This is an optimization exercise on Yosys and OpenROAD, whose aim is small area, not a production implementation.
The RTL was checked by simulation tests, not by an equivalence proof against the original design.
No activity file was given, so power comes from the tool's default toggle rates.

`design.v`:
```
module sinc3_filter #(
    parameter RW  = 9,                  
    parameter W1  = 11,                 
    parameter W2  = 18,
    parameter W3  = 25,
    parameter DW  = 24,                 
    parameter NS  = 4,                  
    parameter NA  = 7,                  
    parameter PA  = 3,                  
    parameter NE  = 8,                  
    parameter EZ  = 0,                  
    parameter EB  = 1                   
) (
    input  wire          clk,
    input  wire          clr,           
    input  wire          edge_in,       
    input  wire          d,
    input  wire          xr,            
    input  wire          x2r,
    input  wire          x3r,
    input  wire [DW:0]   r3,            
    input  wire          zero,          
    input  wire [NE-1:0] e_init,        
    input  wire [NE-1:0] e1_init,       
    input  wire [DW:0]   g0,            
    input  wire [3:0]    ph,            
    input  wire          hold_d,        
    output wire [23:0]   result         
);
    localparam NB = (EB != 0) ? NE / NS : 0;    
    reg  [W1-1:0] i1;
    reg  [W2-1:0] i2;
    reg  [W3-1:0] i3;
    wire dd = edge_in & d;
    wire [W1-1:0] cpart = (x2r ? 3 : 0) - (xr ? 3 : 0) - (x3r ? 1 : 0);
    wire [W1-1:0] u;
    wire [W2-1:0] v;
    wire [W3-1:0] k;
    wire          u_co, v_co, k_co;
    rca #(W1) u_add (.a(i1), .b(cpart), .ci(dd), .s(u), .co(u_co));
    rca #(W2) v_add (.a(i2), .b({{(W2-W1){u[W1-1]}}, u}), .ci(1'b0), .s(v), .co(v_co));
    rca #(W3) k_add (.a(i3), .b({{(W3-W2){v[W2-1]}}, v}), .ci(1'b0), .s(k), .co(k_co));
    always @(posedge clk) begin
        if (clr) begin
            i1 <= {W1{1'b0}};
            i2 <= {W2{1'b0}};
            i3 <= {W3{1'b0}};
        end else if (edge_in) begin
            i1 <= u;
            i2 <= v;
            i3 <= k;
        end
    end
    reg  [DW-1:0] rem;
    reg  [24:0]   a;
    reg  [NE-1:0] e;
    wire phA0 = (ph == 4'd0);
    wire phA  = (ph < NA);
    wire zb   = zero & (EZ == 0) & (EB != 0);   
    wire phB0 = zb | (ph == NA);
    wire phB  = zb | ((ph >= NA) && (ph < NA + NB));
    reg  [DW-1:0] rin;
    reg  [NS-1:0] bin;
    integer m;
    always @(*) begin
        rin = rem;
        bin = {NS{1'b0}};
        if (zb) begin
            rin = {{(DW-1){1'b0}}, 1'b1} << (25 - NE);
        end else if (phA0) begin
            rin = k[DW-1:0] >> PA;
            for (m = 0; m < PA; m = m + 1)
                bin[NS-PA+m] = k[m];
        end else if (phB0) begin
            rin = (rem >> NE) | ({{(DW-1){1'b0}}, 1'b1} << (25 - NE));
            bin = rem[NE-1:NE-NS];
        end else if (phB) begin
            bin = e[NE-1:NE-NS];
        end
    end
    wire [DW-1:0] rs [0:NS];
    wire [NS-1:0] qs;
    assign rs[0] = rin;
    genvar gs, gb;
    generate
        for (gs = 0; gs < NS; gs = gs + 1) begin : g_st
            wire [DW:0]   t = {rs[gs], bin[NS-1-gs]};
            wire [DW+1:0] bw;           
            wire [DW:0]   df;
            assign bw[0] = 1'b0;
            for (gb = 0; gb <= DW; gb = gb + 1) begin : g_b
                assign df[gb]   = t[gb] ^ r3[gb] ^ bw[gb];
                assign bw[gb+1] = (~t[gb] & r3[gb]) | (~(t[gb] ^ r3[gb]) & bw[gb]);
            end
            assign qs[NS-1-gs] = ~bw[DW+1];
            assign rs[gs+1] = bw[DW+1] ? t[DW-1:0] : df[DW-1:0];
        end
    endgenerate
    always @(posedge clk) begin
        rem <= rs[NS];
        if (zero)
            a <= 25'd0;
        else if (phA)
            a <= {a[24-NS:0], qs};
        if (zero && EZ != 0)
            e <= e_init;
        else if (phB0)
            e <= {(zb ? {(NE-NS){1'b0}} : rem[NE-NS-1:0]), qs};
        else if (phB)
            e <= {e[NE-NS-1:0], qs};
    end
    reg  cbit;
    wire [DW:0] rem_x = rem;
    wire [DW:0] g_d;
    wire        g_ge;
    rca #(DW + 1) g_sub (.a(rem_x), .b(~g0), .ci(1'b1), .s(g_d), .co(g_ge));
    always @(posedge clk)
        if (zero)
            cbit <= 1'b0;
        else if (ph == NA)
            cbit <= g_ge;
    wire [NE-1:0] e_out = (EB != 0) ? e : (cbit ? e1_init : e_init);
    wire [24:0] ae;
    wire        ae_co;
    rca #(25) o_add (.a(a), .b(hold_d ? {{(25-NE){1'b0}}, e_out} : 25'd0), .ci(1'b1),
                     .s(ae), .co(ae_co));
    wire [24:0] q = {ae_co, ae[24:1]};
    assign result = q[24] ? 24'h7FFFFF : {~q[23], q[22:0]};
endmodule
module rca #(
    parameter N = 8
) (
    input  wire [N-1:0] a,
    input  wire [N-1:0] b,
    input  wire         ci,
    output wire [N-1:0] s,
    output wire         co
);
    wire [N:0] c;
    assign c[0] = ci;
    genvar i;
    generate
        for (i = 0; i < N; i = i + 1) begin : g_bit
            assign s[i]   = a[i] ^ b[i] ^ c[i];
            assign c[i+1] = (a[i] & b[i]) | (c[i] & (a[i] ^ b[i]));
        end
    endgenerate
    assign co = c[N];
endmodule
module sd_input (
    input  wire        clk,
    input  wire        rst,
    input  wire        en,
    input  wire        cmp_en,
    input  wire [8:0]  ctl_osr,
    input  wire [5:0]  prot_osr,
    input  wire [7:0]  cmp_cnt,
    input  wire [15:0] thr_hi,
    input  wire [15:0] thr_lo,
    input  wire [14:0] hys,
    input  wire        smp,
    input  wire        d,
    output reg  [23:0] ctl_res,
    output reg  [23:0] prot_res,
    output reg         cmp,
    output reg         stuck,
    output wire        invalid
);
    wire [8:0] ctl_r  = (ctl_osr < 9'd64)   ? 9'd64  :
                        (ctl_osr > 9'd256)  ? 9'd256 : ctl_osr;
    wire [5:0] prot_r = (prot_osr < 6'd16)  ? 6'd16  :
                        (prot_osr > 6'd32)  ? 6'd32  : prot_osr;
    wire [7:0] cnt    = (cmp_cnt == 8'd0) ? 8'd1 : cmp_cnt;
    reg  en_q;
    wire clr   = en & ~en_q;             
    wire edge0 = smp & en & en_q;
    reg        v1, v2;
    always @(posedge clk) begin
        if (rst) begin
            en_q <= 1'b0;
            v1   <= 1'b0;
            v2   <= 1'b0;
        end else begin
            en_q <= en;
            v1   <= edge0;
            v2   <= v1;
        end
    end
    reg [767:0] hist;                    
    reg [9:0]   nedge;                   
    wire [9:0]  nedge_p1;
    wire        ne_co;
    rca #(10) ne_inc (.a(nedge), .b(10'd0), .ci(1'b1), .s(nedge_p1), .co(ne_co));
    always @(posedge clk) begin
        if (edge0)
            hist <= {hist[766:0], d};
        if (clr)
            nedge <= 10'd0;
        else if (edge0 && !(nedge[9] && nedge[8]))
            nedge <= nedge_p1;
    end
    wire [7:0]   ci = ctl_r - 9'd64;
    wire [4:0]   pi = prot_r - 6'd16;
    wire [15:0]  ci_lo = 16'd1 << ci[3:0];
    wire [12:0]  ci_hi = 13'd1 << ci[7:4];
    wire [207:0] tc1, tc2, tc3;
    wire [12:0]  gc1, gc2, gc3;
    wire [16:0]  tp1, tp2, tp3;
    genvar g;
    generate
        for (g = 0; g < 208; g = g + 1) begin : g_tc
            if (g < 193) begin : g_in
                assign tc1[g] = hist[g + 63] & ci_lo[g % 16];
                assign tc2[g] = hist[2 * g + 127] & ci_lo[g % 16];
                assign tc3[g] = hist[3 * g + 191] & ci_lo[g % 16];
            end else begin : g_out
                assign tc1[g] = 1'b0;
                assign tc2[g] = 1'b0;
                assign tc3[g] = 1'b0;
            end
        end
        for (g = 0; g < 13; g = g + 1) begin : g_gc
            assign gc1[g] = (|tc1[16 * g +: 16]) & ci_hi[g];
            assign gc2[g] = (|tc2[16 * g +: 16]) & ci_hi[g];
            assign gc3[g] = (|tc3[16 * g +: 16]) & ci_hi[g];
        end
        for (g = 0; g < 17; g = g + 1) begin : g_tp
            assign tp1[g] = hist[g + 15];
            assign tp2[g] = hist[2 * g + 31];
            assign tp3[g] = hist[3 * g + 47];
        end
    endgenerate
    wire [9:0] ctl_2r = {ctl_r, 1'b0};
    wire [9:0] ctl_3r;
    wire [6:0] prot_2r = {prot_r, 1'b0};
    wire [6:0] prot_3r;
    wire       c3_co, p3_co;
    rca #(10) c3_add (.a(ctl_2r), .b({1'b0, ctl_r}), .ci(1'b0), .s(ctl_3r), .co(c3_co));
    rca #(7)  p3_add (.a(prot_2r), .b({1'b0, prot_r}), .ci(1'b0), .s(prot_3r), .co(p3_co));
    wire c_m1, c_m2, c_m3, p_m1, p_m2, p_m3;
    uge #(10) c_ge1 (.a(nedge), .b({1'b0, ctl_r}), .ge(c_m1));
    uge #(10) c_ge2 (.a(nedge), .b(ctl_2r), .ge(c_m2));
    uge #(10) c_ge3 (.a(nedge), .b(ctl_3r), .ge(c_m3));
    uge #(10) p_ge1 (.a(nedge), .b({4'b0000, prot_r}), .ge(p_m1));
    uge #(10) p_ge2 (.a(nedge), .b({3'b000, prot_2r}), .ge(p_m2));
    uge #(10) p_ge3 (.a(nedge), .b({3'b000, prot_3r}), .ge(p_m3));
    wire c_x1 = (|gc1) & c_m1;
    wire c_x2 = (|gc2) & c_m2;
    wire c_x3 = (|gc3) & c_m3;
    wire p_x1 = tp1[pi] & p_m1;
    wire p_x2 = tp2[pi] & p_m2;
    wire p_x3 = tp3[pi] & p_m3;
    reg  [24:0] ctl_r3;
    always @(*) begin
        case (ctl_r)
            9'd64: ctl_r3 = 25'd262144;
            9'd65: ctl_r3 = 25'd274625;
            9'd66: ctl_r3 = 25'd287496;
            9'd67: ctl_r3 = 25'd300763;
            9'd68: ctl_r3 = 25'd314432;
            9'd69: ctl_r3 = 25'd328509;
            9'd70: ctl_r3 = 25'd343000;
            9'd71: ctl_r3 = 25'd357911;
            9'd72: ctl_r3 = 25'd373248;
            9'd73: ctl_r3 = 25'd389017;
            9'd74: ctl_r3 = 25'd405224;
            9'd75: ctl_r3 = 25'd421875;
            9'd76: ctl_r3 = 25'd438976;
            9'd77: ctl_r3 = 25'd456533;
            9'd78: ctl_r3 = 25'd474552;
            9'd79: ctl_r3 = 25'd493039;
            9'd80: ctl_r3 = 25'd512000;
            9'd81: ctl_r3 = 25'd531441;
            9'd82: ctl_r3 = 25'd551368;
            9'd83: ctl_r3 = 25'd571787;
            9'd84: ctl_r3 = 25'd592704;
            9'd85: ctl_r3 = 25'd614125;
            9'd86: ctl_r3 = 25'd636056;
            9'd87: ctl_r3 = 25'd658503;
            9'd88: ctl_r3 = 25'd681472;
            9'd89: ctl_r3 = 25'd704969;
            9'd90: ctl_r3 = 25'd729000;
            9'd91: ctl_r3 = 25'd753571;
            9'd92: ctl_r3 = 25'd778688;
            9'd93: ctl_r3 = 25'd804357;
            9'd94: ctl_r3 = 25'd830584;
            9'd95: ctl_r3 = 25'd857375;
            9'd96: ctl_r3 = 25'd884736;
            9'd97: ctl_r3 = 25'd912673;
            9'd98: ctl_r3 = 25'd941192;
            9'd99: ctl_r3 = 25'd970299;
            9'd100: ctl_r3 = 25'd1000000;
            9'd101: ctl_r3 = 25'd1030301;
            9'd102: ctl_r3 = 25'd1061208;
            9'd103: ctl_r3 = 25'd1092727;
            9'd104: ctl_r3 = 25'd1124864;
            9'd105: ctl_r3 = 25'd1157625;
            9'd106: ctl_r3 = 25'd1191016;
            9'd107: ctl_r3 = 25'd1225043;
            9'd108: ctl_r3 = 25'd1259712;
            9'd109: ctl_r3 = 25'd1295029;
            9'd110: ctl_r3 = 25'd1331000;
            9'd111: ctl_r3 = 25'd1367631;
            9'd112: ctl_r3 = 25'd1404928;
            9'd113: ctl_r3 = 25'd1442897;
            9'd114: ctl_r3 = 25'd1481544;
            9'd115: ctl_r3 = 25'd1520875;
            9'd116: ctl_r3 = 25'd1560896;
            9'd117: ctl_r3 = 25'd1601613;
            9'd118: ctl_r3 = 25'd1643032;
            9'd119: ctl_r3 = 25'd1685159;
            9'd120: ctl_r3 = 25'd1728000;
            9'd121: ctl_r3 = 25'd1771561;
            9'd122: ctl_r3 = 25'd1815848;
            9'd123: ctl_r3 = 25'd1860867;
            9'd124: ctl_r3 = 25'd1906624;
            9'd125: ctl_r3 = 25'd1953125;
            9'd126: ctl_r3 = 25'd2000376;
            9'd127: ctl_r3 = 25'd2048383;
            9'd128: ctl_r3 = 25'd2097152;
            9'd129: ctl_r3 = 25'd2146689;
            9'd130: ctl_r3 = 25'd2197000;
            9'd131: ctl_r3 = 25'd2248091;
            9'd132: ctl_r3 = 25'd2299968;
            9'd133: ctl_r3 = 25'd2352637;
            9'd134: ctl_r3 = 25'd2406104;
            9'd135: ctl_r3 = 25'd2460375;
            9'd136: ctl_r3 = 25'd2515456;
            9'd137: ctl_r3 = 25'd2571353;
            9'd138: ctl_r3 = 25'd2628072;
            9'd139: ctl_r3 = 25'd2685619;
            9'd140: ctl_r3 = 25'd2744000;
            9'd141: ctl_r3 = 25'd2803221;
            9'd142: ctl_r3 = 25'd2863288;
            9'd143: ctl_r3 = 25'd2924207;
            9'd144: ctl_r3 = 25'd2985984;
            9'd145: ctl_r3 = 25'd3048625;
            9'd146: ctl_r3 = 25'd3112136;
            9'd147: ctl_r3 = 25'd3176523;
            9'd148: ctl_r3 = 25'd3241792;
            9'd149: ctl_r3 = 25'd3307949;
            9'd150: ctl_r3 = 25'd3375000;
            9'd151: ctl_r3 = 25'd3442951;
            9'd152: ctl_r3 = 25'd3511808;
            9'd153: ctl_r3 = 25'd3581577;
            9'd154: ctl_r3 = 25'd3652264;
            9'd155: ctl_r3 = 25'd3723875;
            9'd156: ctl_r3 = 25'd3796416;
            9'd157: ctl_r3 = 25'd3869893;
            9'd158: ctl_r3 = 25'd3944312;
            9'd159: ctl_r3 = 25'd4019679;
            9'd160: ctl_r3 = 25'd4096000;
            9'd161: ctl_r3 = 25'd4173281;
            9'd162: ctl_r3 = 25'd4251528;
            9'd163: ctl_r3 = 25'd4330747;
            9'd164: ctl_r3 = 25'd4410944;
            9'd165: ctl_r3 = 25'd4492125;
            9'd166: ctl_r3 = 25'd4574296;
            9'd167: ctl_r3 = 25'd4657463;
            9'd168: ctl_r3 = 25'd4741632;
            9'd169: ctl_r3 = 25'd4826809;
            9'd170: ctl_r3 = 25'd4913000;
            9'd171: ctl_r3 = 25'd5000211;
            9'd172: ctl_r3 = 25'd5088448;
            9'd173: ctl_r3 = 25'd5177717;
            9'd174: ctl_r3 = 25'd5268024;
            9'd175: ctl_r3 = 25'd5359375;
            9'd176: ctl_r3 = 25'd5451776;
            9'd177: ctl_r3 = 25'd5545233;
            9'd178: ctl_r3 = 25'd5639752;
            9'd179: ctl_r3 = 25'd5735339;
            9'd180: ctl_r3 = 25'd5832000;
            9'd181: ctl_r3 = 25'd5929741;
            9'd182: ctl_r3 = 25'd6028568;
            9'd183: ctl_r3 = 25'd6128487;
            9'd184: ctl_r3 = 25'd6229504;
            9'd185: ctl_r3 = 25'd6331625;
            9'd186: ctl_r3 = 25'd6434856;
            9'd187: ctl_r3 = 25'd6539203;
            9'd188: ctl_r3 = 25'd6644672;
            9'd189: ctl_r3 = 25'd6751269;
            9'd190: ctl_r3 = 25'd6859000;
            9'd191: ctl_r3 = 25'd6967871;
            9'd192: ctl_r3 = 25'd7077888;
            9'd193: ctl_r3 = 25'd7189057;
            9'd194: ctl_r3 = 25'd7301384;
            9'd195: ctl_r3 = 25'd7414875;
            9'd196: ctl_r3 = 25'd7529536;
            9'd197: ctl_r3 = 25'd7645373;
            9'd198: ctl_r3 = 25'd7762392;
            9'd199: ctl_r3 = 25'd7880599;
            9'd200: ctl_r3 = 25'd8000000;
            9'd201: ctl_r3 = 25'd8120601;
            9'd202: ctl_r3 = 25'd8242408;
            9'd203: ctl_r3 = 25'd8365427;
            9'd204: ctl_r3 = 25'd8489664;
            9'd205: ctl_r3 = 25'd8615125;
            9'd206: ctl_r3 = 25'd8741816;
            9'd207: ctl_r3 = 25'd8869743;
            9'd208: ctl_r3 = 25'd8998912;
            9'd209: ctl_r3 = 25'd9129329;
            9'd210: ctl_r3 = 25'd9261000;
            9'd211: ctl_r3 = 25'd9393931;
            9'd212: ctl_r3 = 25'd9528128;
            9'd213: ctl_r3 = 25'd9663597;
            9'd214: ctl_r3 = 25'd9800344;
            9'd215: ctl_r3 = 25'd9938375;
            9'd216: ctl_r3 = 25'd10077696;
            9'd217: ctl_r3 = 25'd10218313;
            9'd218: ctl_r3 = 25'd10360232;
            9'd219: ctl_r3 = 25'd10503459;
            9'd220: ctl_r3 = 25'd10648000;
            9'd221: ctl_r3 = 25'd10793861;
            9'd222: ctl_r3 = 25'd10941048;
            9'd223: ctl_r3 = 25'd11089567;
            9'd224: ctl_r3 = 25'd11239424;
            9'd225: ctl_r3 = 25'd11390625;
            9'd226: ctl_r3 = 25'd11543176;
            9'd227: ctl_r3 = 25'd11697083;
            9'd228: ctl_r3 = 25'd11852352;
            9'd229: ctl_r3 = 25'd12008989;
            9'd230: ctl_r3 = 25'd12167000;
            9'd231: ctl_r3 = 25'd12326391;
            9'd232: ctl_r3 = 25'd12487168;
            9'd233: ctl_r3 = 25'd12649337;
            9'd234: ctl_r3 = 25'd12812904;
            9'd235: ctl_r3 = 25'd12977875;
            9'd236: ctl_r3 = 25'd13144256;
            9'd237: ctl_r3 = 25'd13312053;
            9'd238: ctl_r3 = 25'd13481272;
            9'd239: ctl_r3 = 25'd13651919;
            9'd240: ctl_r3 = 25'd13824000;
            9'd241: ctl_r3 = 25'd13997521;
            9'd242: ctl_r3 = 25'd14172488;
            9'd243: ctl_r3 = 25'd14348907;
            9'd244: ctl_r3 = 25'd14526784;
            9'd245: ctl_r3 = 25'd14706125;
            9'd246: ctl_r3 = 25'd14886936;
            9'd247: ctl_r3 = 25'd15069223;
            9'd248: ctl_r3 = 25'd15252992;
            9'd249: ctl_r3 = 25'd15438249;
            9'd250: ctl_r3 = 25'd15625000;
            9'd251: ctl_r3 = 25'd15813251;
            9'd252: ctl_r3 = 25'd16003008;
            9'd253: ctl_r3 = 25'd16194277;
            9'd254: ctl_r3 = 25'd16387064;
            9'd255: ctl_r3 = 25'd16581375;
            default: ctl_r3 = 25'd16777216;
        endcase
    end
    reg  [15:0] prot_r3;
    always @(*) begin
        case (prot_r)
            6'd16: prot_r3 = 16'd4096;
            6'd17: prot_r3 = 16'd4913;
            6'd18: prot_r3 = 16'd5832;
            6'd19: prot_r3 = 16'd6859;
            6'd20: prot_r3 = 16'd8000;
            6'd21: prot_r3 = 16'd9261;
            6'd22: prot_r3 = 16'd10648;
            6'd23: prot_r3 = 16'd12167;
            6'd24: prot_r3 = 16'd13824;
            6'd25: prot_r3 = 16'd15625;
            6'd26: prot_r3 = 16'd17576;
            6'd27: prot_r3 = 16'd19683;
            6'd28: prot_r3 = 16'd21952;
            6'd29: prot_r3 = 16'd24389;
            6'd30: prot_r3 = 16'd27000;
            6'd31: prot_r3 = 16'd29791;
            default: prot_r3 = 16'd32768;
        endcase
    end
    reg  [14:0] prot_e0;
    always @(*) begin
        case (prot_r)
            6'd16: prot_e0 = 15'd8192;
            6'd17: prot_e0 = 15'd6829;
            6'd18: prot_e0 = 15'd5753;
            6'd19: prot_e0 = 15'd4892;
            6'd20: prot_e0 = 15'd4194;
            6'd21: prot_e0 = 15'd3623;
            6'd22: prot_e0 = 15'd3151;
            6'd23: prot_e0 = 15'd2757;
            6'd24: prot_e0 = 15'd2427;
            6'd25: prot_e0 = 15'd2147;
            6'd26: prot_e0 = 15'd1909;
            6'd27: prot_e0 = 15'd1704;
            6'd28: prot_e0 = 15'd1528;
            6'd29: prot_e0 = 15'd1375;
            6'd30: prot_e0 = 15'd1242;
            6'd31: prot_e0 = 15'd1126;
            default: prot_e0 = 15'd1024;
        endcase
    end
    reg  [14:0] prot_e1;
    reg  [15:0] prot_g0;
    always @(*) begin
        case (prot_r)
            6'd16: begin prot_e1 = 15'd8193; prot_g0 = 16'd4096; end
            6'd17: begin prot_e1 = 15'd6830; prot_g0 = 16'd1358; end
            6'd18: begin prot_e1 = 15'd5754; prot_g0 = 16'd2896; end
            6'd19: begin prot_e1 = 15'd4893; prot_g0 = 16'd6655; end
            6'd20: begin prot_e1 = 15'd4195; prot_g0 = 16'd5568; end
            6'd21: begin prot_e1 = 15'd3624; prot_g0 = 16'd7432; end
            6'd22: begin prot_e1 = 15'd3152; prot_g0 = 16'd8064; end
            6'd23: begin prot_e1 = 15'd2758; prot_g0 = 16'd2154; end
            6'd24: begin prot_e1 = 15'd2428; prot_g0 = 16'd10240; end
            6'd25: begin prot_e1 = 15'd2148; prot_g0 = 16'd8068; end
            6'd26: begin prot_e1 = 15'd1910; prot_g0 = 16'd15728; end
            6'd27: begin prot_e1 = 15'd1705; prot_g0 = 16'd5083; end
            6'd28: begin prot_e1 = 15'd1529; prot_g0 = 16'd10176; end
            6'd29: begin prot_e1 = 15'd1376; prot_g0 = 16'd4832; end
            6'd30: begin prot_e1 = 15'd1243; prot_g0 = 16'd6568; end
            6'd31: begin prot_e1 = 15'd1127; prot_g0 = 16'd20025; end
            default: begin prot_e1 = 15'd1025; prot_g0 = 16'd32768; end
        endcase
    end
    wire [23:0] ctl_q, prot_q;
    wire        zero = clr;
    reg  [3:0]  ph;
    always @(posedge clk) begin
        if (clr)
            ph <= 4'd8;
        else if (v1)
            ph <= 4'd0;
        else if (ph < 4'd9)
            ph <= ph + 4'd1;
    end
    sinc3_filter #(.RW(9), .W1(11), .W2(18), .W3(25), .DW(24),
                   .NS(4), .NA(7), .PA(3), .NE(8)) u_ctl (
        .clk(clk), .clr(clr), .edge_in(edge0), .d(d),
        .xr(c_x1), .x2r(c_x2), .x3r(c_x3), .r3(ctl_r3),
        .zero(zero), .e_init(8'd0), .e1_init(8'd0), .g0(25'd0), .ph(ph),
        .hold_d(hist[0]),
        .result(ctl_q)
    );
    sinc3_filter #(.RW(6), .W1(8), .W2(12), .W3(16), .DW(15),
                   .NS(4), .NA(7), .PA(3), .NE(15), .EZ(1), .EB(0)) u_prot (
        .clk(clk), .clr(clr), .edge_in(edge0), .d(d),
        .xr(p_x1), .x2r(p_x2), .x3r(p_x3), .r3(prot_r3),
        .zero(zero), .e_init(prot_e0), .e1_init(prot_e1), .g0(prot_g0), .ph(ph),
        .hold_d(edge0 ? d : hist[0]), .result(prot_q)
    );
    wire [15:0] pp = prot_q[23:8];
    wire        nz = |prot_q[7:0];
    wire [16:0] d1, d2;
    wire [17:0] d1h, d2h;
    wire        d1_co, d2_co, d1h_co, d2h_co;
    rca #(17) d1_sub (.a({pp[15], pp}), .b(~{thr_lo[15], thr_lo}), .ci(1'b1), .s(d1), .co(d1_co));
    rca #(17) d2_sub (.a({thr_hi[15], thr_hi}), .b(~{pp[15], pp}), .ci(1'b1), .s(d2), .co(d2_co));
    rca #(18) d1h_sub (.a({d1[16], d1}), .b(~{3'b000, hys}), .ci(1'b1), .s(d1h), .co(d1h_co));
    rca #(18) d2h_sub (.a({d2[16], d2}), .b(~{3'b000, hys}), .ci(~nz), .s(d2h), .co(d2h_co));
    wire outside = d1[16] | d2[16];
    wire in_band = ~d1h[17] & ~d2h[17];
    reg        cls_b;                    
    always @(posedge clk)
        if (edge0)
            cls_b <= cmp ? in_band : outside;
    reg  [7:0] n_cls;
    wire [7:0] n_cls_p1;
    wire       nc_co;
    rca #(8) nc_inc (.a(n_cls), .b(8'd0), .ci(1'b1), .s(n_cls_p1), .co(nc_co));
    wire [7:0] n_cls_n = cls_b ? ((n_cls == 8'hFF) ? n_cls : n_cls_p1) : 8'd0;
    wire       cls_hit;
    uge #(8) c_hit (.a(n_cls_n), .b(cnt), .ge(cls_hit));
    reg  [8:0] run;
    reg  [9:0] clear_in;
    wire       last   = hist[1] & (nedge > 10'd1);
    wire       change = hist[0] ^ last;
    wire [8:0] run_p1;
    wire [9:0] clear_d1, ctl_3r2;
    wire       ru_co, cd_co, c32_co;
    rca #(9)  ru_inc (.a(run), .b(9'd0), .ci(1'b1), .s(run_p1), .co(ru_co));
    rca #(10) cd_dec (.a(clear_in), .b(10'h3FF), .ci(1'b0), .s(clear_d1), .co(cd_co));
    rca #(10) c32_sub (.a(ctl_3r), .b(10'h3FE), .ci(1'b0), .s(ctl_3r2), .co(c32_co));
    wire [8:0] run_n  = change ? 9'd0 : ((run == 9'h1FF) ? run : run_p1);
    wire       stuck_m = (clear_in == 10'd1) ? 1'b0 : stuck;
    wire [9:0] clear_m = (clear_in != 10'd0)  ? clear_d1 :
                         (change && stuck)    ? ctl_3r2 : 10'd0;
    wire       hit     = (run_n == 9'd256);
    wire       stuck_n = hit ? 1'b1 : stuck_m;
    wire [9:0] clear_n = (hit && stuck_m) ? 10'd0 : clear_m;
    always @(posedge clk) begin
        if (rst) begin
            ctl_res  <= 24'd0;
            prot_res <= 24'd0;
            cmp      <= 1'b0;
            stuck    <= 1'b0;
            n_cls    <= 8'd0;
            run      <= 9'd0;
            clear_in <= 10'd0;
        end else if (clr) begin
            stuck    <= 1'b0;
            n_cls    <= 8'd0;
            run      <= 9'd0;
            clear_in <= 10'd0;
        end else if (!en) begin
            cmp      <= 1'b0;
            n_cls    <= 8'd0;
        end else if (v2) begin
            ctl_res  <= ctl_q;
            prot_res <= prot_q;
            if (cmp_en) begin
                if (cls_hit) begin
                    cmp   <= ~cmp;
                    n_cls <= 8'd0;
                end else begin
                    n_cls <= n_cls_n;
                end
            end
            run      <= run_n;
            stuck    <= stuck_n;
            clear_in <= clear_n;
        end
    end
    assign invalid = ~en | stuck;
endmodule
module uge #(
    parameter N = 8
) (
    input  wire [N-1:0] a,
    input  wire [N-1:0] b,
    output wire         ge
);
    wire [N-1:0] s;
    rca #(N) u_sub (.a(a), .b(~b), .ci(1'b1), .s(s), .co(ge));
endmodule
module sge #(
    parameter N = 8
) (
    input  wire [N-1:0] a,
    input  wire [N-1:0] b,
    output wire         ge
);
    uge #(N) u_ge (.a({~a[N-1], a[N-2:0]}), .b({~b[N-1], b[N-2:0]}), .ge(ge));
endmodule
```
`flow/run.sh`:
```
#!/bin/bash
# The standard layout (standard.sh), with two changes to what it places:
# the port buffers are the smallest buffer cell, and clock tree synthesis
# adds no dummy loads. Each tool's output goes to standard.log and the
# ORFS logs under orfs/logs.
set -euo pipefail
export BUFFER_PORTS_ARGS="-buffer_cell sky130_fd_sc_hd__buf_1"
export CTS_ARGS="-sink_clustering_enable -repair_clock_nets -sink_clustering_size 20 -sink_clustering_max_diameter 120 -dont_use_dummy_load"
bash standard.sh > standard.log 2>&1
```
`standard.sh`:
```
#!/bin/bash
# synth_recipe.tcl (not shown) runs the flow's synth.tcl, then flattens the netlist and writes it again
# the make line also repeats each setting of config.mk as NAME=value (left out here)
make -C /OpenROAD-flow-scripts/flow DESIGN_CONFIG=/design/flow/config.mk WORK_HOME=/design/flow/orfs CLKGATE_MAP_FILE= SYNTH_SCRIPT=/design/flow/synth_recipe.tcl "${@:-finish}"
```
`config.mk`:
```
export PLATFORM = sky130hd
export DESIGN_NAME = sd_input
export DESIGN_NICKNAME = sd_input
export VERILOG_FILES = /design/flow/design.v
export SDC_FILE = /design/flow/constraint.sdc
export NUM_CORES = 4
export LEC_CHECK = 0
export ABC_AREA = 1
export CAP_MARGIN = 20
export CORE_MARGIN = 2
export CORE_UTILIZATION = 50
export CTS_CLUSTER_DIAMETER = 120
export CTS_CLUSTER_SIZE = 20
export PLACE_DENSITY = 0.65
export SLEW_MARGIN = 20
export SYNTH_MEMORY_MAX_BITS = 100000
```
`constraint.sdc`:
```
create_clock -name core_clock -period 180.0 [get_ports {clk}]
set_input_delay 36.0000 -clock core_clock [delete_from_list [all_inputs] [get_ports {clk}]]
set_output_delay 36.0000 -clock core_clock [all_outputs]
set_load 0.01 [all_outputs]
```
==> summary.md, run 1 <==
The flow ran to the end and the layout has no timing, DRC or antenna violations. The run gives 58 as the clock buffer count from CTS. Sorting the synthesized cells by area gives the leading types as edfxtp_1 43%, fa_1 11%, dfxtp_1 10%. After synthesis, the share of flip-flops with an asynchronous set or reset is 0%.

The worst-case IR drop observed on VDD is 0.0000152 V. The transition time of the tightest slew-check pin was 1.19 ns; the filler cell count in the final layout was 9365. The largest net degree at the start of global routing was 210. After routing, the total negative slack on setup checks comes to 0 ns. The region available for standard cell placement spans 0.107 mm².

Across the run, the number of max-cap violations was 0. The via count of the first global-routing pass is 37.6k, and the final worst clock skew is 0.0982 ns. For this run, the share of the core covered by cells in the final layout is 53.9%. STA classifies the critical path startpoint as a primary input.

Once the floorplan was initialized, standard cells occupied 50.6% of the core. Of all cell types, the one taking the most synthesized area is edfxtp_1. Summed over its instances, the top area cell type makes up 43.0% of the synthesized netlist area. The critical path in this run is classified as primary input to register. After clock tree synthesis, the clock-pin slew on the worst setup and hold paths is 0.10 ns. The run gives 0 as the count of final hold-check violations. The maximum clock insertion buffer count was 3.

Post-CTS timing repair inserted 0 buffers for setup. STA classifies the critical path endpoint as a register. The synthesized net count is 5668.

For the worst-skew pair, the clock arrives at the later sink with an insertion delay of 0.72 ns. The first TritonRoute pass finished after 8 iterations. The tools report the leftover overflow at the end of global routing as 0. The Yosys step of the flow raised 3 warnings. CTS built an H-tree with a depth of 2. After synthesis, flip-flops and latches occupy 53.0% of the total area. In this design, the stage delay of the slowest critical-path cell is 0.64 ns.

Global routing used 27.7% of the available tracks. The remaining design rule violation count was 0. The cell leakage power was 21.1 nW; the number of nets in the layout was 5727. The average via count per standard cell is 5.92.

In this run the vertical extent of the chip is 334 µm. The first routing iteration left 4598 violations. The flop and latch count out of synthesis was 1049. The area growth from synthesis to layout is 6.63%. Maximum achievable frequency: 0.0118 GHz.

The share of the clock period used by the worst path after layout is 47.0%, and the biggest fanout along the worst timing path is 25. The tools report the residual antenna-violating net count after detailed routing as 0. The arrival time of the worst setup path was 85.15 ns. Most common cell in the synthesized netlist: nand2_1. The number of buffer cells added on primary ports is 126. The commonest cells after synthesis are 946 x nand2_1, 777 x edfxtp_1, 567 x inv_1, 340 x nor2_1, 340 x o21ai_0. The run gives 180.56 ns as the data required time of the worst path. The number of antenna violations at the first check in global routing is 1, and the cell area after technology mapping is 0.0543 mm².

The run gives 127 as the I/O pin count. Counting stages on the worst path, the most repeated cell is fa_1. The logs give 0 for the cts-stage hold buffer count and 19.8% for the tightest slew margin relative to the limit.

After floorplanning, the core was divided into 120 placement rows. After synthesis, the netlist uses 67 different library cells. The number of flops mapped to enable cells by yosys was 777. The tools report the final count of negative-setup-slack endpoints as 0. The minimum period implied by the final worst setup slack works out to 84.58 ns.

In the synthesized netlist the dominant register cell turns out to be edfxtp_1. After detailed routing, the total wire length is 155 mm. The slowest stage of the critical path is the inv_1 cell. The logs give 0.111 mm² for the total die area and 234 mm for the global-route wire length before repair. The synthesized area per cell was 10.7 µm². The max-slew violation count came out at 0. The die is 334 µm wide. The power density relative to cell area came out at 12.7 mW/mm².

The average wire per cell in the routed design was 23.7 µm; the layout cell share with drive strength beyond 1 was 4.56%. The wire-length estimate of the detail-placed layout is 107 mm. The run gives 1049 as the CTS sink count. TritonCTS built the clock tree. The tree is rooted in a clkbuf_16. The final route contains 38.7k vias.

Setup repair after global routing left no endpoint under its margin. Path category of the worst min-delay check: register to register. The tools report the number of instances resized during post-cts repair as 0.

The cell count after synthesis came out at 5079. The congestion estimate from routability-driven global placement came to 1.04.
[path summary, 6_finish.rpt]
path / slack (ns) / cells past startpoint / from / to
hold reg to reg: 0.36 / 0 / hist[274] / hist[275]
setup / recovery: 95.42 / 154 / ctl_osr[7] / u_ctl.rem[1]
setup reg to reg: 133.78 / 143 / nedge[1] / u_ctl.rem[1]
hold / removal: 0.36 / 0 / hist[274] / hist[275]
[placed cells by master, fill, tap and decap left out, drive strengths merged, types with 199 or more instances in the layout]
cell / count
buf: 204
dfxtp: 272
edfxtp: 777
fa: 294
ha: 219
inv: 592
nand2: 957
nand3: 199
nor2: 357
o21ai: 361
[stage by stage]
step,cells,setup slack [ns],total power [mW],instance area [µm²],hold WS [ns]
3_5_place_dp,6480,94.76,0.609,56400,0.405
3_3_place_gp,6480,95.37,0.599,56400,0.400
6_report,6540,95.42,0.737,57900,0.363
2_1_floorplan,5079,97.77,0.531,54300,0.400
4_1_cts,6538,95.37,0.740,57900,0.371
5_1_grt,6539,93.40,0.799,57900,0.370
[flip-flops by register name, indices dropped and copies added, names as in the netlist, 9 cells and up]
name / count
prot_res: 24
ctl_res: 24
u_ctl.a: 25
u_ctl.i1: 11
u_ctl.i3: 24
nedge: 10
hist: 768
u_prot.i2: 12
u_ctl.rem: 24
u_prot.rem: 15
run: 9
clear_in: 10
u_ctl.i2: 18
u_prot.i3: 15
u_prot.a: 25
[logic make-up (layout without fill, tap and decap cells)]
| family | Yosys count | in the layout | share of synthesized area, % |
|---|---|---|---|
| AND/OR/NAND/NOR | 1680 | 1680 | 13.0 |
| flip-flops | 1049 | 1049 | 53.0 |
| AO/OA/AOI/OAI | 936 | 936 | 10.7 |
| buffers and inverters | 809 | 866 | 5.78 |
| adder cells (fa/ha/maj) | 513 | 513 | 15.9 |
| multiplexers | 73 | 73 | 1.35 |
| XOR/XNOR | 19 | 19 | 0.306 |
| other | 0 | 1 | 0 |
[layer usage]
layer | global-route usage, % | part of all wire, % | vias to the layer above
met5 | 0 | 0 | -
li1 | - | - | 17600
met4 | 11.7 | 4.8 | 0
met1 | 39.5 | 42 | 19000
met3 | 4.39 | 8.6 | 347
met2 | 42.2 | 44 | 1830
[worst max-delay path: cells and delay by family]
kind / cells / cell delay [ns]
xor+xnor: 3 / 0.96
simple gates: 14 / 1.75
buf+inv: 24 / 4.26
compound gates: 8 / 1.08
fa+ha+maj: 105 / 40.96
[power breakdown]
part,total [mW],internal (mW),switching [mW]
logic,0.326,0.122,0.205
registers,0.279,0.272,0.00730
clock network,0.131,0.0570,0.0745
[cell type report]
class,instances,area (µm²),area share (%)
clock buffer,58,1450,2.51
antenna,1,2.50,0.00432
tap,1403,1760,3.03
timing repair buffer,204,1120,1.93
multi-input combinational,3221,22500,38.9
inverter,604,2280,3.93
sequential,1049,28800,49.7
==> run 2: changes to the inputs <==
==> run.sh (new file) <==
#!/bin/bash
# synth_recipe.tcl (not shown) runs the flow's synth.tcl, then flattens the netlist and writes it again
# the make line also repeats each setting of config.mk as NAME=value (left out here)
make -C /OpenROAD-flow-scripts/flow DESIGN_CONFIG=/design/flow/config.mk WORK_HOME=/design/flow/orfs CLKGATE_MAP_FILE= SYNTH_SCRIPT=/design/flow/synth_recipe.tcl finish
removed: flow/run.sh
removed: standard.sh
==> summary.md, run 2 <==
The critical path's top delay family is adder cells (unchanged). The path category of the worst min-delay check is register to register (unchanged). The share of the clock period used by the worst path after layout came out at 47.4% (was 47.0%). The run gives 38.7k (about the same) as the overall via count from detail_route. The tools report the source of the worst register-to-register timing path as nedge[1] (unchanged).

The final count of negative-setup-slack endpoints was 0 (unchanged); the xor-xnor portion of the synthesized cell area was 0.306% (unchanged). The number of antenna violations at the first check in global routing was 2 (was 1). The power consumption was 746 µW (was 737 µW); the routed wire length was 155 mm (about the same). The biggest fanout along the worst timing path was 25 (unchanged). The transition time of the tightest slew-check pin is 1.07 ns (was 1.19 ns). The most common library cell in the layout ignoring fill and taps was nand2_1 (unchanged). Total die area: 0.111 mm² (unchanged).

For the maximum clock insertion buffer count, the log shows 3 (unchanged). The overall track demand over capacity in global routing is 27.7% (about the same). The worst hold slack is 0.415 ns (was 0.363 ns). The first-pass iteration count of the detailed router came out at 6 (was 8).

Largest regs: hist x768, u_ctl.a x25, u_prot.a x25 (unchanged). For the total core area, the log shows 0.107 mm² (unchanged). The logs give 6572 (was 6540) for the filler-free cell count of the finished design and 0.0000181 V (was 0.0000152 V) for the peak supply drop. The number of flip-flops under the largest register name works out to 768 (unchanged). The run gives 186 (was 210) as the largest net degree at the start of global routing.

The average via count per standard cell was 5.90 (was 5.92). Cells taking the most area after synthesis: edfxtp_1 43%, fa_1 11%, dfxtp_1 10% (unchanged). The initial cell density of the core was 50.6% (unchanged).

The cell with the biggest individual delay on the critical path was clkdlybuf4s50_1 (was inv_1). The die outline width is 334 µm (unchanged). The share of the synthesized area in compound gates (AO/OA/AOI/OAI) is 10.7% (unchanged), and the cell total after placement is 6482 (was 6480). The flow ran to the end and the layout has no timing, DRC or antenna violations.

Share of flip-flops with an asynchronous set or reset: 0% (unchanged). The remaining design rule violation count was 0 (unchanged). The cell taking the most area after synthesis was edfxtp_1 (unchanged). The clock buffer count from CTS is 58 (unchanged), and the via count of the first global-routing pass is 37.9k (was 37.6k). The power density relative to cell area came out at 12.7 mW/mm² (about the same). Flop and latch count out of synthesis: 1049 (unchanged). The tools report the filler cell count in the final layout as 9410 (was 9365).

Largest family of logic cells by synthesized area: adder cells (unchanged). For the deepest level of the CTS H-tree, the log shows 2 (unchanged). The number of core rows was 120 (unchanged); the distinct cell type count of the synthesized netlist was 67 (unchanged). The layout cell share with drive strength beyond 1 is 4.68% (was 4.56%), and the area fraction in and, or, nand and nor cells after synthesis is 13.0% (unchanged).

The number of buffers and inverters on the critical path came out at 25 (was 24). The proportion of netlist area held by the largest area contributor was 43.0% (unchanged). The tools report the tightest slew margin relative to the limit as 28.0% (was 19.8%). Number of buffer cells added on primary ports: 126 (unchanged). The tools report the startpoint class of the critical path as a primary input (unchanged). The hold-critical path depth was 0 (unchanged); the cell leakage power was 21.5 nW (was 21.1 nW).

The proportion of synthesized chip area in sequential cells came out at 53.0% (unchanged). The top register by number of flip-flops was hist (unchanged). The number of instances resized during post-cts repair came out at 0 (unchanged).

Setup repair after global routing left no endpoint under its margin. The I/O pin count was 127 (unchanged). The logs give 108 mm (was 107 mm) for the half-perimeter wire length of the detailed placement result and 0.0543 mm² (unchanged) for the cell area after technology mapping. The worst stage delay on the critical path is 0.84 ns (was 0.64 ns). The overall die height is 334 µm (unchanged). Top cells by count, synth: 946 x nand2_1, 777 x edfxtp_1, 567 x inv_1, 340 x nor2_1, 340 x o21ai_0 (unchanged).

The average wire per cell in the routed design is 23.5 µm (was 23.7 µm). The count of synthesis-stage warnings from yosys was 3 (unchanged); the count of buffers added by post-CTS timing repair for setup was 0 (unchanged). The run gives 0.0117 GHz (was 0.0118 GHz) as the maximum achievable frequency. Root cell of the clock tree: clkbuf_16 (unchanged). The commonest register cell after synthesis is edfxtp_1 (unchanged). The register-to-register setup slack is 133.68 ns (was 133.78 ns), and the final weighted congestion in routability-driven placement is 1.01 (was 1.04).

For the number of standard cells after synthesis, the log shows 5079 (unchanged). The area growth from synthesis to layout came out at 8.36% (was 6.63%). The tools report the final worst clock skew as 0.0711 ns (was 0.0982 ns). The DRC marker count from the first detailed-route iteration is 4313 (was 4598), and the arrival time of the worst setup path is 85.93 ns (was 85.15 ns). The tools report the post-route setup TNS as 0 ns (unchanged). The run gives 5728 (was 5727) as the number of nets in the layout. The minimum period implied by the final worst setup slack is 85.29 ns (was 84.58 ns), and the global-route wire length before repair is 235 mm (was 234 mm). The count of final hold-check violations was 0 (unchanged); the data required time of the worst path was 180.64 ns (was 180.56 ns).

The most common cell in the synthesized netlist was nand2_1 (unchanged). The synthesized net count was 5668 (unchanged). TritonCTS built the clock tree. The endpoint of the worst hold-timing path is hist[617] (was hist[275]).

The leftover overflow at the end of global routing was 0 (unchanged). For the number of maximum-capacitance constraint violations, the log shows 0 (unchanged). The cell repeated most along the worst path is fa_1 (unchanged).

The clock latency reported for the late side of the worst-skew pair was 0.72 ns (about the same); the clock-pin slew on the worst setup and hold paths was 0.09 ns (was 0.10 ns). The portion of netlist area occupied by mux cells is 1.35% (unchanged). Adder and majority gate portion of the synthesized area: 15.9% (unchanged). Max-slew violation count: 0 (unchanged).

End of the worst register-to-register path: u_ctl.rem[1] (unchanged). The tools report the startpoint of the most critical setup path as ctl_osr[8] (was ctl_osr[7]). The worst-case reg-to-reg path depth was 142 (was 143). The kind of end point of the critical path was a register (unchanged). The CTS sink count was 1049 (unchanged); the residual antenna-violating net count after detailed routing was 0 (unchanged).

Cts-stage hold buffer count: 0 (unchanged). The synthesized area per cell came out at 10.7 µm² (unchanged). The critical path start-end classification was primary input to register (unchanged). The number of flops mapped to enable cells by yosys was 777 (unchanged).

The origin of the worst min-delay path was hist[616] (was hist[274]). Top library cells by usage in the layout, fill and taps aside: 946 x nand2_1, 777 x edfxtp_1, 567 x inv_1, 340 x o21ai_0, 324 x nor2_1 (was 946 x nand2_1, 777 x edfxtp_1, 567 x inv_1, 339 x o21ai_0, 326 x nor2_1).
## run 2: changes by cell type in the layout (fill, tap and decap cells not counted), sizes merged
cell / previous run / this run
clkdlybuf4s50: 0 / 126
buf: 204 / 79
clkbuf: 58 / 84
inv: 592 / 595
clkinv: 12 / 14
## run 2: area by class of cell
type                    instances  area (µm²)  area share [%]
repair buffers                205        1880            3.19
clock buffers                  84        1550            2.63
diodes                          1        2.50         0.00425
inverters                     604        2280            3.87
well taps                    1403        1760            2.98
clock inverters                 5        82.6           0.140
multi-input cells            3221       22500            38.3
flip-flops and latches       1049       28800            48.9
## run 2: kinds of logic after synthesis
kind of cell / count (synthesis)
fa+ha+maj: 513
compound gates: 936
buf+inv: 809
flops: 1049
simple gates: 1680
xor+xnor: 19
mux: 73
## run 2: worst max path at each step
stage / endpoint / cells past startpoint
2_1_floorplan: u_ctl.a[0] / 156
3_3_place_gp: u_ctl.rem[1] / 153
3_5_place_dp: u_ctl.rem[1] / 153
4_1_cts: u_ctl.rem[1] / 153
5_1_grt: u_ctl.rem[1] / 151
6_report: u_ctl.rem[1] / 153
## run 2: where the power goes
group	switching (mW)	total, mW	internal (mW)
Sequential	0.00758	0.280	0.272
Combinational	0.205	0.329	0.123
Clock	0.0774	0.137	0.0601
## run 2: metal layers
metal  vias to the layer above  track usage [%]  wire length, µm  part of all wire, %
li1                      17600                -                -                    -
met1                     19100             38.9            66500                   43
met2                      1684             42.3            68400                   44
met3                       370             4.00            11300                  7.3
met4                         0             13.3             8360                  5.4
met5                         -                0                0                    0
## run 2: metrics by stage
| stage | util, % | cell area, µm² | setup slack [ns] |
|---|---|---|---|
| after detailed placement | 53.3 | 57200 | 94.05 |
| after global routing | 54.8 | 58800 | 92.78 |
| final | 54.8 | 58800 | 94.71 |
| after global placement | 53.3 | 57200 | 94.70 |
| after CTS | 54.8 | 58800 | 94.77 |
| after floorplan | - | 54300 | 97.77 |
==> run 3: changes to the inputs <==
--- a/design.v
+++ b/design.v
@@ -188,3 +188,16 @@
     end
-    reg [767:0] hist;                    
+    wire [7:0]  ci = ctl_r - 9'd64;
+    wire [6:0]  cw;
+    wire        cw_co;
+    rca #(7) cw_add (.a(ci[6:0]), .b({1'b0, {6{ci[7]}}}), .ci(1'b0), .s(cw), .co(cw_co));
+    wire [63:0] hf;                      
+    wire        t1, t2, t3;
+    rdelay u_d1 (.clk(clk), .sh(edge0), .din(d),  .w(cw), .s65(ci[7]), .fixed(hf), .dout(t1));
+    rdelay u_d2 (.clk(clk), .sh(edge0), .din(t1), .w(cw), .s65(ci[7]), .fixed(),   .dout(t2));
+    rdelay u_d3 (.clk(clk), .sh(edge0), .din(t2), .w(cw), .s65(ci[7]), .fixed(),   .dout(t3));
+    reg  [31:0] hx;                      
+    always @(posedge clk)
+        if (edge0)
+            hx <= {hx[30:0], hf[63]};
+    wire [95:0] hist = {hx, hf};
     reg [9:0]   nedge;                   
@@ -194,4 +207,2 @@
     always @(posedge clk) begin
-        if (edge0)
-            hist <= {hist[766:0], d};
         if (clr)
@@ -201,8 +212,3 @@
     end
-    wire [7:0]   ci = ctl_r - 9'd64;
     wire [4:0]   pi = prot_r - 6'd16;
-    wire [15:0]  ci_lo = 16'd1 << ci[3:0];
-    wire [12:0]  ci_hi = 13'd1 << ci[7:4];
-    wire [207:0] tc1, tc2, tc3;
-    wire [12:0]  gc1, gc2, gc3;
     wire [16:0]  tp1, tp2, tp3;
@@ -210,18 +216,2 @@
     generate
-        for (g = 0; g < 208; g = g + 1) begin : g_tc
-            if (g < 193) begin : g_in
-                assign tc1[g] = hist[g + 63] & ci_lo[g % 16];
-                assign tc2[g] = hist[2 * g + 127] & ci_lo[g % 16];
-                assign tc3[g] = hist[3 * g + 191] & ci_lo[g % 16];
-            end else begin : g_out
-                assign tc1[g] = 1'b0;
-                assign tc2[g] = 1'b0;
-                assign tc3[g] = 1'b0;
-            end
-        end
-        for (g = 0; g < 13; g = g + 1) begin : g_gc
-            assign gc1[g] = (|tc1[16 * g +: 16]) & ci_hi[g];
-            assign gc2[g] = (|tc2[16 * g +: 16]) & ci_hi[g];
-            assign gc3[g] = (|tc3[16 * g +: 16]) & ci_hi[g];
-        end
         for (g = 0; g < 17; g = g + 1) begin : g_tp
@@ -246,5 +236,5 @@
     uge #(10) p_ge3 (.a(nedge), .b({3'b000, prot_3r}), .ge(p_m3));
-    wire c_x1 = (|gc1) & c_m1;
-    wire c_x2 = (|gc2) & c_m2;
-    wire c_x3 = (|gc3) & c_m3;
+    wire c_x1 = t1 & c_m1;
+    wire c_x2 = t2 & c_m2;
+    wire c_x3 = t3 & c_m3;
     wire p_x1 = tp1[pi] & p_m1;
@@ -636 +626,37 @@
 endmodule
+module rdelay (
+    input  wire        clk,
+    input  wire        sh,               
+    input  wire        din,
+    input  wire [6:0]  w,                
+    input  wire        s65,              
+    output wire [63:0] fixed,            
+    output wire        dout              
+);
+    reg  [63:0] f;
+    always @(posedge clk)
+        if (sh)
+            f <= {f[62:0], din};
+    assign fixed = f;
+    wire [8:0] c;                        
+    assign c[0] = f[63];
+    genvar i;
+    generate
+        for (i = 0; i < 8; i = i + 1) begin : g_seg
+            localparam L = (i == 7) ? 65 : (1 << i);
+            reg  [L-1:0] s;
+            if (L == 1) begin : g_one
+                always @(posedge clk)
+                    if (sh)
+                        s <= c[i];
+            end else begin : g_more
+                always @(posedge clk)
+                    if (sh)
+                        s <= {s[L-2:0], c[i]};
+            end
+            wire on = (i == 7) ? s65 : w[i];
+            assign c[i+1] = on ? s[L-1] : c[i];
+        end
+    endgenerate
+    assign dout = c[8];
+endmodule
==> summary.md, run 3 <==
The number of core rows was 118 (was 120). The initial cell density of the core was 50.2% (was 50.6%). The kind of end point of the critical path was a register (unchanged). Path category of the worst min-delay check: register to register (unchanged). The number of instances resized during post-cts repair was 0 (unchanged); the via count of the first global-routing pass was 32.1k (was 37.9k).

Cells taking the most area after synthesis: edfxtp_1 47%, fa_1 11%, dfxtp_1 11% (was edfxtp_1 43%, fa_1 11%, dfxtp_1 10%). The tools report the origin of the worst min-delay path as u_d3.g_seg[6].s[40] (was hist[616]). The overall track demand over capacity in global routing came out at 24.1% (was 27.7%).

The worst-case reg-to-reg path depth was 140 (was 142). For the clock buffer count from CTS, the log shows 60 (was 58). The logs give 0 (unchanged) for the cts-stage hold buffer count and 4 (was 3) for the count of synthesis-stage warnings from yosys.

The startpoint of the most critical setup path is ctl_osr[8] (unchanged). The flop and latch count out of synthesis came out at 1080 (was 1049). The routed wire length was 127 mm (was 155 mm).

The leftover overflow at the end of global routing was 0 (unchanged); the average wire per cell in the routed design was 21.4 µm (was 23.5 µm). The hold-critical path depth is 0 (unchanged). The clock-pin slew on the worst setup and hold paths works out to 0.08 ns (was 0.09 ns). The area used by multi-input combinational logic is 0.0195 mm² (was 0.0225 mm²), and the total die area is 0.106 mm² (was 0.111 mm²). Setup repair after global routing left no endpoint under its margin.

The tools report the I/O pin count as 127 (unchanged). The cell repeated most along the worst path was fa_1 (unchanged). The minimum period implied by the final worst setup slack works out to 85.28 ns (was 85.29 ns). The tools report the largest net degree at the start of global routing as 174 (was 186).

The startpoint class of the critical path was a primary input (unchanged). The register-to-register setup slack was 134.03 ns (was 133.68 ns). Average via count per standard cell: 5.49 (was 5.90).

The cell leakage power was 21.5 nW (about the same); the post-route setup TNS was 0 ns (unchanged). The logs give 0 (unchanged) for the final count of negative-setup-slack endpoints and 5118 (was 5728) for the number of nets in the layout. The share of the clock period used by the worst path after layout came out at 47.4% (about the same).

The run gives 1080 (was 1049) as the CTS sink count. The critical path start-end classification was primary input to register (unchanged). The half-perimeter wire length of the detailed placement result was 91.2 mm (was 108 mm); the deepest level of the CTS H-tree was 2 (unchanged). Cell taking the most area after synthesis: edfxtp_1 (unchanged). The tools report the remaining design rule violation count as 0 (unchanged). The endpoint of the worst hold-timing path was u_d3.g_seg[6].s[41] (was hist[617]).

The count of final hold-check violations is 0 (unchanged), and the maximum achievable frequency is 0.0117 GHz (about the same). For the arrival time of the worst setup path, the log shows 85.91 ns (was 85.93 ns). Overall die height: 326 µm (was 334 µm).

The cell area after technology mapping is 0.0518 mm² (was 0.0543 mm²). The peak supply drop was 0.0000144 V (was 0.0000181 V); the final worst clock skew was 0.0566 ns (was 0.0711 ns). Top cells by count, synth: 808 x edfxtp_1, 718 x nand2_1, 497 x inv_1, 341 x nor2_1, 325 x o21ai_0 (was 946 x nand2_1, 777 x edfxtp_1, 567 x inv_1, 340 x nor2_1, 340 x o21ai_0).

The critical path's top delay family was adder cells (unchanged). The tools report the end of the worst register-to-register path as u_ctl.rem[1] (unchanged). For the number of antenna violations at the first check in global routing, the log shows 3 (was 2). Filler cell count in the final layout: 8690 (was 9410). The area growth from synthesis to layout was 8.97% (was 8.36%).

The proportion of netlist area held by the largest area contributor works out to 46.8% (was 43.0%). The logs give 180.63 ns (was 180.64 ns) for the data required time of the worst path and 57.3% (was 53.0%) for the proportion of synthesized chip area in sequential cells. The run finished with no timing, DRC or antenna violations.

The transition time of the tightest slew-check pin came out at 1.15 ns (was 1.07 ns). Top library cells by usage in the layout, fill and taps aside: 808 x edfxtp_1, 718 x nand2_1, 495 x inv_1, 338 x nor2_1, 325 x o21ai_0 (was 946 x nand2_1, 777 x edfxtp_1, 567 x inv_1, 340 x o21ai_0, 324 x nor2_1). Source of the worst register-to-register timing path: nedge[1] (unchanged).

The logs give 32.8k (was 38.7k) for the overall via count from detail_route and 54.7% (was 54.8%) for the core utilization of the finished layout. The number of flops mapped to enable cells by yosys works out to 808 (was 777). The share of flip-flops with an asynchronous set or reset is 0% (unchanged). The logs give 3 (unchanged) for the maximum clock insertion buffer count and 0 (unchanged) for the residual antenna-violating net count after detailed routing. TritonCTS built the clock tree.

Tightest slew margin relative to the limit: 22.6% (was 28.0%). Largest regs: u_d2.g_seg.s x192, u_d3.g_seg.s x192, u_d1.g_seg.s x191 (was hist x768, u_ctl.a x25, u_prot.a x25). The sequential cell area in the final layout is 0.0297 mm² (was 0.0288 mm²).

The power density relative to cell area is 13.4 mW/mm² (was 12.7 mW/mm²), and the number of standard cells after synthesis is 4449 (was 5079). The most common library cell in the layout ignoring fill and taps was edfxtp_1 (was nand2_1). Clock latency reported for the late side of the worst-skew pair: 0.72 ns (about the same). Commonest register cell after synthesis: edfxtp_1 (unchanged). The tools report the root cell of the clock tree as clkbuf_16 (unchanged). The tools report the synthesized net count as 5034 (was 5668).

The most common cell in the synthesized netlist is edfxtp_1 (was nand2_1). The run gives 6 (unchanged) as the first-pass iteration count of the detailed router. The run gives 3491 (was 4313) as the DRC marker count from the first detailed-route iteration. The biggest fanout along the worst timing path was 31 (was 25). The number of buffer cells added on primary ports came out at 126 (unchanged). The number of buffers and inverters on the critical path was 22 (was 25); the worst stage delay on the critical path was 0.88 ns (was 0.84 ns). The distinct cell type count of the synthesized netlist is 65 (was 67).

The final weighted congestion in routability-driven placement came out at 1.01 (about the same). The number of maximum-capacitance constraint violations was 0 (unchanged); the count of buffers added by post-CTS timing repair for setup was 0 (unchanged). The tools report the max-slew violation count as 0 (unchanged). The layout cell share with drive strength beyond 1 came out at 4.93% (was 4.68%). The die outline width is 326 µm (was 334 µm).

Global-route wire length before repair: 196 mm (was 235 mm). The tools report the total core area as 0.103 mm² (was 0.107 mm²). The synthesized area per cell is 11.6 µm² (was 10.7 µm²). The cell with the biggest individual delay on the critical path was clkdlybuf4s50_1 (unchanged).
-- run 3: cell types whose count changed in the layout (fill, tap and decap cells not counted), moves of 15 or more --
cell,previous run,this run
a22oi_1,100,8
o22ai_1,41,26
edfxtp_1,777,808
nand2_1,946,718
nor4_1,19,4
nand3_1,198,69
a221oi_1,39,9
nand4_1,75,13
o21ai_0,340,325
buf_4,77,55
inv_1,567,495
a21oi_1,182,243
clkbuf_1,26,47
-- run 3: layout make-up --
type / count / area share [%]
antenna: 4 / 0.0177
multi-input combinational: 2678 / 34.5
inverter: 530 / 3.54
tap: 1380 / 3.06
clock inverter: 5 / 0.242
clock buffer: 108 / 3.02
timing repair buffer: 183 / 3.02
sequential: 1080 / 52.6
-- run 3: metal layers --
layer | GRT usage (%) | part of all wire, % | vias up
met2 | 36.1 | 44 | 1118
met4 | 9.46 | 4.2 | 0
met1 | 35.8 | 45 | 16100
li1 | - | - | 15300
met5 | 0 | 0 | -
met3 | 3.15 | 6.5 | 226
-- run 3: cell families after synthesis --
family,count (synthesis),synth area share (%)
AOI/OAI and AO/OA,817,8.99
and+or+nand+nor,1247,9.93
buffers and inverters,691,5.17
adders and majority gates,509,16.6
xor gates and xnor gates,21,0.355
DFF,1080,57.3
muxes,84,1.65
-- run 3: how the worst max path moves through the flow --
| stage | endpoint | slack (ns) | cells past startpoint |
|---|---|---|---|
| 3_5_place_dp | u_ctl.rem[1] | 94.08 | 153 |
| 4_1_cts | u_ctl.rem[1] | 94.77 | 153 |
| 2_1_floorplan | u_ctl.a[0] | 97.50 | 156 |
| 6_report | u_ctl.rem[1] | 94.72 | 153 |
| 3_3_place_gp | u_ctl.rem[1] | 94.75 | 153 |
| 5_1_grt | u_ctl.rem[1] | 92.65 | 153 |
-- run 3: per-stage QoR --
stage / total power [mW] / instances / instance area [µm²] / hold slack (ns) / worst slack [ns]
6_report: 0.755 / 5968 / 56500 / 0.386 / 94.72
5_1_grt: 0.820 / 5964 / 56500 / 0.375 / 92.65
4_1_cts: 0.759 / 5964 / 56400 / 0.372 / 94.77
3_5_place_dp: 0.613 / 5851 / 54600 / 0.405 / 94.08
3_3_place_gp: 0.606 / 5851 / 54600 / 0.400 / 94.75
2_1_floorplan: 0.537 / 4449 / 51800 / 0.400 / 97.50
-- run 3: where the power goes --
part / leakage [nW] / total, mW / internal (mW) / switching [mW]
clock: 0.863 / 0.145 / 0.0664 / 0.0782
sequential: 8.95 / 0.290 / 0.282 / 0.00824
combinational: 11.6 / 0.321 / 0.121 / 0.200
total: 21.5 / 0.755 / 0.469 / 0.286
==> run 4: changes to the inputs <==
==> flow/run.sh (new file) <==
#!/bin/bash
# The standard layout (standard.sh), with two changes to what it places:
# the port buffers are the smallest buffer cell, and clock tree synthesis
# adds no dummy loads. Each tool's output goes to standard.log and the
# ORFS logs under orfs/logs.
set -euo pipefail
export BUFFER_PORTS_ARGS="-buffer_cell sky130_fd_sc_hd__buf_1"
export CTS_ARGS="-sink_clustering_enable -repair_clock_nets -sink_clustering_size 20 -sink_clustering_max_diameter 120 -dont_use_dummy_load"
bash standard.sh > standard.log 2>&1
==> standard.sh (new file) <==
#!/bin/bash
# synth_recipe.tcl (not shown) runs the flow's synth.tcl, then flattens the netlist and writes it again
# the make line also repeats each setting of config.mk as NAME=value (left out here)
make -C /OpenROAD-flow-scripts/flow DESIGN_CONFIG=/design/flow/config.mk WORK_HOME=/design/flow/orfs CLKGATE_MAP_FILE= SYNTH_SCRIPT=/design/flow/synth_recipe.tcl "${@:-finish}"
removed: run.sh
==> summary.md, run 4 <==
TritonCTS built the clock tree. The first-pass iteration count of the detailed router was 8 (was 6); the overall via count from detail_route was 32.7k (was 32.8k). The routed wire length came out at 127 mm (about the same). The run gives 5034 (unchanged) as the synthesized net count. The number of standard cells after synthesis was 4449 (unchanged).

The layout cell share with drive strength beyond 1 is 4.86% (was 4.93%), and the average via count per standard cell is 5.53 (was 5.49). The peak supply drop was 0.0000160 V (was 0.0000144 V). The run finished with no timing, DRC or antenna violations. The tools report the number of nets in the layout as 5118 (unchanged).

The DRC marker count from the first detailed-route iteration is 3383 (was 3491). Path category of the worst min-delay check: register to register (unchanged). The tools report the final non-filler cell area as 0.0554 mm² (was 0.0565 mm²).

The tools report the standard cell area after detailed placement as 0.0538 mm² (was 0.0546 mm²). The count of final hold-check violations is 0 (unchanged), and the hold-critical path depth is 0 (unchanged). The leftover overflow at the end of global routing is 0 (unchanged).

Commonest register cell after synthesis: edfxtp_1 (unchanged). The flop and latch count out of synthesis is 1080 (unchanged). Cell taking the most area after synthesis: edfxtp_1 (unchanged). The tools report the residual antenna-violating net count after detailed routing as 0 (unchanged). Root cell of the clock tree: clkbuf_16 (unchanged). The most common library cell in the layout ignoring fill and taps was edfxtp_1 (unchanged). Cells taking the most area after synthesis: edfxtp_1 47%, fa_1 11%, dfxtp_1 11% (unchanged). Cell leakage power: 21.0 nW (was 21.5 nW). The number of flops mapped to enable cells by yosys works out to 808 (unchanged). The overall track demand over capacity in global routing came out at 23.9% (was 24.1%). The most common cell in the synthesized netlist is edfxtp_1 (unchanged). The tools report the origin of the worst min-delay path as u_d1.g_seg[5].s[29] (was u_d3.g_seg[6].s[40]).

The global-route wire length before repair is 194 mm (was 196 mm). The total die area is 0.106 mm² (unchanged). The area fraction in and, or, nand and nor cells after synthesis came out at 9.93% (unchanged). The critical path start-end classification was primary input to register (unchanged).

The run gives 1080 (unchanged) as the CTS sink count. The clock buffer count from CTS was 60 (unchanged); the share of the synthesized area in compound gates (AO/OA/AOI/OAI) was 8.99% (unchanged). The transition time of the tightest slew-check pin was 1.10 ns (was 1.15 ns). Top cells by count, synth: 808 x edfxtp_1, 718 x nand2_1, 497 x inv_1, 341 x nor2_1, 325 x o21ai_0 (unchanged). The synthesized area per cell is 11.6 µm² (unchanged).

The startpoint class of the critical path was a primary input (unchanged). The clock-pin slew on the worst setup and hold paths works out to 0.08 ns (about the same). The tools report the core utilization of the finished layout as 53.6% (was 54.7%).

Cell repeated most along the worst path: fa_1 (unchanged). The tools report the endpoint of the worst hold-timing path as u_d1.g_seg[5].s[30] (was u_d3.g_seg[6].s[41]). Arrival time of the worst setup path: 85.23 ns (was 85.91 ns). The tightest slew margin relative to the limit was 26.5% (was 22.6%); the worst-case reg-to-reg path depth was 138 (was 140). Largest net degree at the start of global routing: 175 (was 174).

The adder and majority gate portion of the synthesized area came out at 16.6% (unchanged). The share of the clock period used by the worst path after layout works out to 47.0% (was 47.4%). For the proportion of synthesized chip area in sequential cells, the log shows 57.3% (unchanged).

The overall die height is 326 µm (unchanged). For the initial cell density of the core, the log shows 50.2% (unchanged). The run gives 91.4 mm (was 91.2 mm) as the half-perimeter wire length of the detailed placement result.

Register-to-register setup slack: 134.27 ns (was 134.03 ns). Largest family of logic cells by synthesized area: adder cells (unchanged). The via count of the first global-routing pass is 31.8k (was 32.1k). The minimum period implied by the final worst setup slack was 84.65 ns (was 85.28 ns); the die outline width was 326 µm (unchanged). The number of instances resized during post-cts repair is 0 (unchanged). Share of flip-flops with an asynchronous set or reset: 0% (unchanged).

Setup repair after global routing left no endpoint under its margin. For the deepest level of the CTS H-tree, the log shows 2 (unchanged). The xor-xnor portion of the synthesized cell area was 0.355% (unchanged); the average wire per cell in the routed design was 21.5 µm (was 21.4 µm). The logs give 4 (unchanged) for the count of synthesis-stage warnings from yosys and 0.0869 ns (was 0.0566 ns) for the final worst clock skew.

The distinct cell type count of the synthesized netlist is 65 (unchanged). The I/O pin count was 127 (unchanged); the cell area after technology mapping was 0.0518 mm² (unchanged). The biggest fanout along the worst timing path was 31 (unchanged). Source of the worst register-to-register timing path: nedge[2] (was nedge[1]). The data required time of the worst path was 180.58 ns (was 180.63 ns).

Largest regs: u_d2.g_seg.s x192, u_d3.g_seg.s x192, u_d1.g_seg.s x191 (unchanged). The cts-stage hold buffer count was 0 (unchanged). End of the worst register-to-register path: u_ctl.rem[1] (unchanged).

The worst stage delay on the critical path was 0.67 ns (was 0.88 ns). Cell with the biggest individual delay on the critical path: inv_1 (was clkdlybuf4s50_1). The count of buffers added by post-CTS timing repair for setup was 0 (unchanged); the number of antenna violations at the first check in global routing was 4 (was 3).

The number of maximum-capacitance constraint violations is 0 (unchanged). The maximum clock insertion buffer count was 3 (unchanged); the total core area was 0.103 mm² (unchanged). The portion of netlist area occupied by mux cells came out at 1.65% (unchanged). For the max-slew violation count, the log shows 0 (unchanged). The kind of end point of the critical path is a register (unchanged). The proportion of netlist area held by the largest area contributor is 46.8% (unchanged). The number of core rows is 118 (unchanged), and the maximum achievable frequency is 0.0118 GHz (was 0.0117 GHz).

The run gives 0.69 ns (was 0.72 ns) as the clock latency reported for the late side of the worst-skew pair. Top library cells by usage in the layout, fill and taps aside: 808 x edfxtp_1, 718 x nand2_1, 495 x inv_1, 338 x nor2_1, 325 x o21ai_0 (unchanged). The number of buffer cells added on primary ports was 126 (unchanged); the filler cell count in the final layout was 8902 (was 8690).

The logs give 0 (unchanged) for the final count of negative-setup-slack endpoints and 1.01 (about the same) for the final weighted congestion in routability-driven placement. The area growth from synthesis to layout came out at 6.83% (was 8.97%). The remaining design rule violation count is 0 (unchanged). The post-route setup TNS was 0 ns (unchanged); the power density relative to cell area was 13.4 mW/mm² (about the same).
[run 4: cell counts after synthesis]
No cell type changed its count.
[run 4: routing by layer]
| layer | up-vias | global-route usage (%) | part of all wire [%] |
|---|---|---|---|
| met3 | 226 | 3.46 | 6.2 |
| met4 | 2 | 8.73 | 4.0 |
| li1 | 15300 | - | - |
| met1 | 16200 | 35.5 | 46 |
| met5 | - | 0 | 0.0071 |
| met2 | 1045 | 36.0 | 44 |
[run 4: layout make-up]
class	count	area [µm²]	share of cell area (%)
Inverter	530	2000	3.61
Clock buffer	60	1500	2.71
Multi-Input combinational cell	2678	19500	35.2
Sequential cell	1080	29700	53.7
Timing Repair Buffer	183	946	1.71
Antenna cell	2	5.00	0.00904
Tap cell	1380	1730	3.12
[run 4: critical path, delay by kind of cell]
family                     cells  cell delay (ns)
adders and majority gates    105            40.64
xor gates and xnor gates       2             0.63
buffers and inverters         21             4.04
AOI/OAI and AO/OA              7             1.14
and+or+nand+nor               17             2.65
[run 4: cells by family (layout without fill, tap and decap cells)]
logic type / Yosys count / after routing
XOR/XNOR: 21 / 21
buffers and inverters: 691 / 773
flip-flops: 1080 / 1080
other: 0 / 2
AO/OA/AOI/OAI: 817 / 817
adder cells (fa/ha/maj): 509 / 509
multiplexers: 84 / 84
AND/OR/NAND/NOR: 1247 / 1247
[run 4: worst max path at each step]
stage                          start  slack (ns)      endpoint  cells after the start
after floorplan           ctl_osr[7]       97.50    u_ctl.a[0]                    156
after global placement    ctl_osr[8]       95.29  u_ctl.rem[1]                    152
after detailed placement  ctl_osr[8]       94.75  u_ctl.rem[1]                    152
after CTS                 ctl_osr[8]       95.34  u_ctl.rem[1]                    152
after global routing      ctl_osr[8]       93.26  u_ctl.rem[1]                    151
final                     ctl_osr[8]       95.35  u_ctl.rem[1]                    152
[run 4: power breakdown]
group	internal [mW]	switching, mW
combinational	0.120	0.202
clock	0.0588	0.0739
sequential	0.282	0.00819
[run 4: metrics by stage]
step                      std cells  hold WS (ns)  power (mW)  setup WS, ns
after floorplan                4449         0.400       0.537         97.50
after global placement         5850         0.400       0.606         95.29
after detailed placement       5850         0.405       0.615         94.75
after CTS                      5910         0.339       0.749         95.34
after global routing           5911         0.348       0.810         93.26
final                          5913         0.348       0.744         95.35

Check on run 4: ideal ports give 95.351 ns setup slack; a clkbuf_16 on the clock port and buf_2 on the inputs give 95.391 ns; moving port delays by the midpoint clock arrival (0.721 ns) as well gives 94.671 ns.
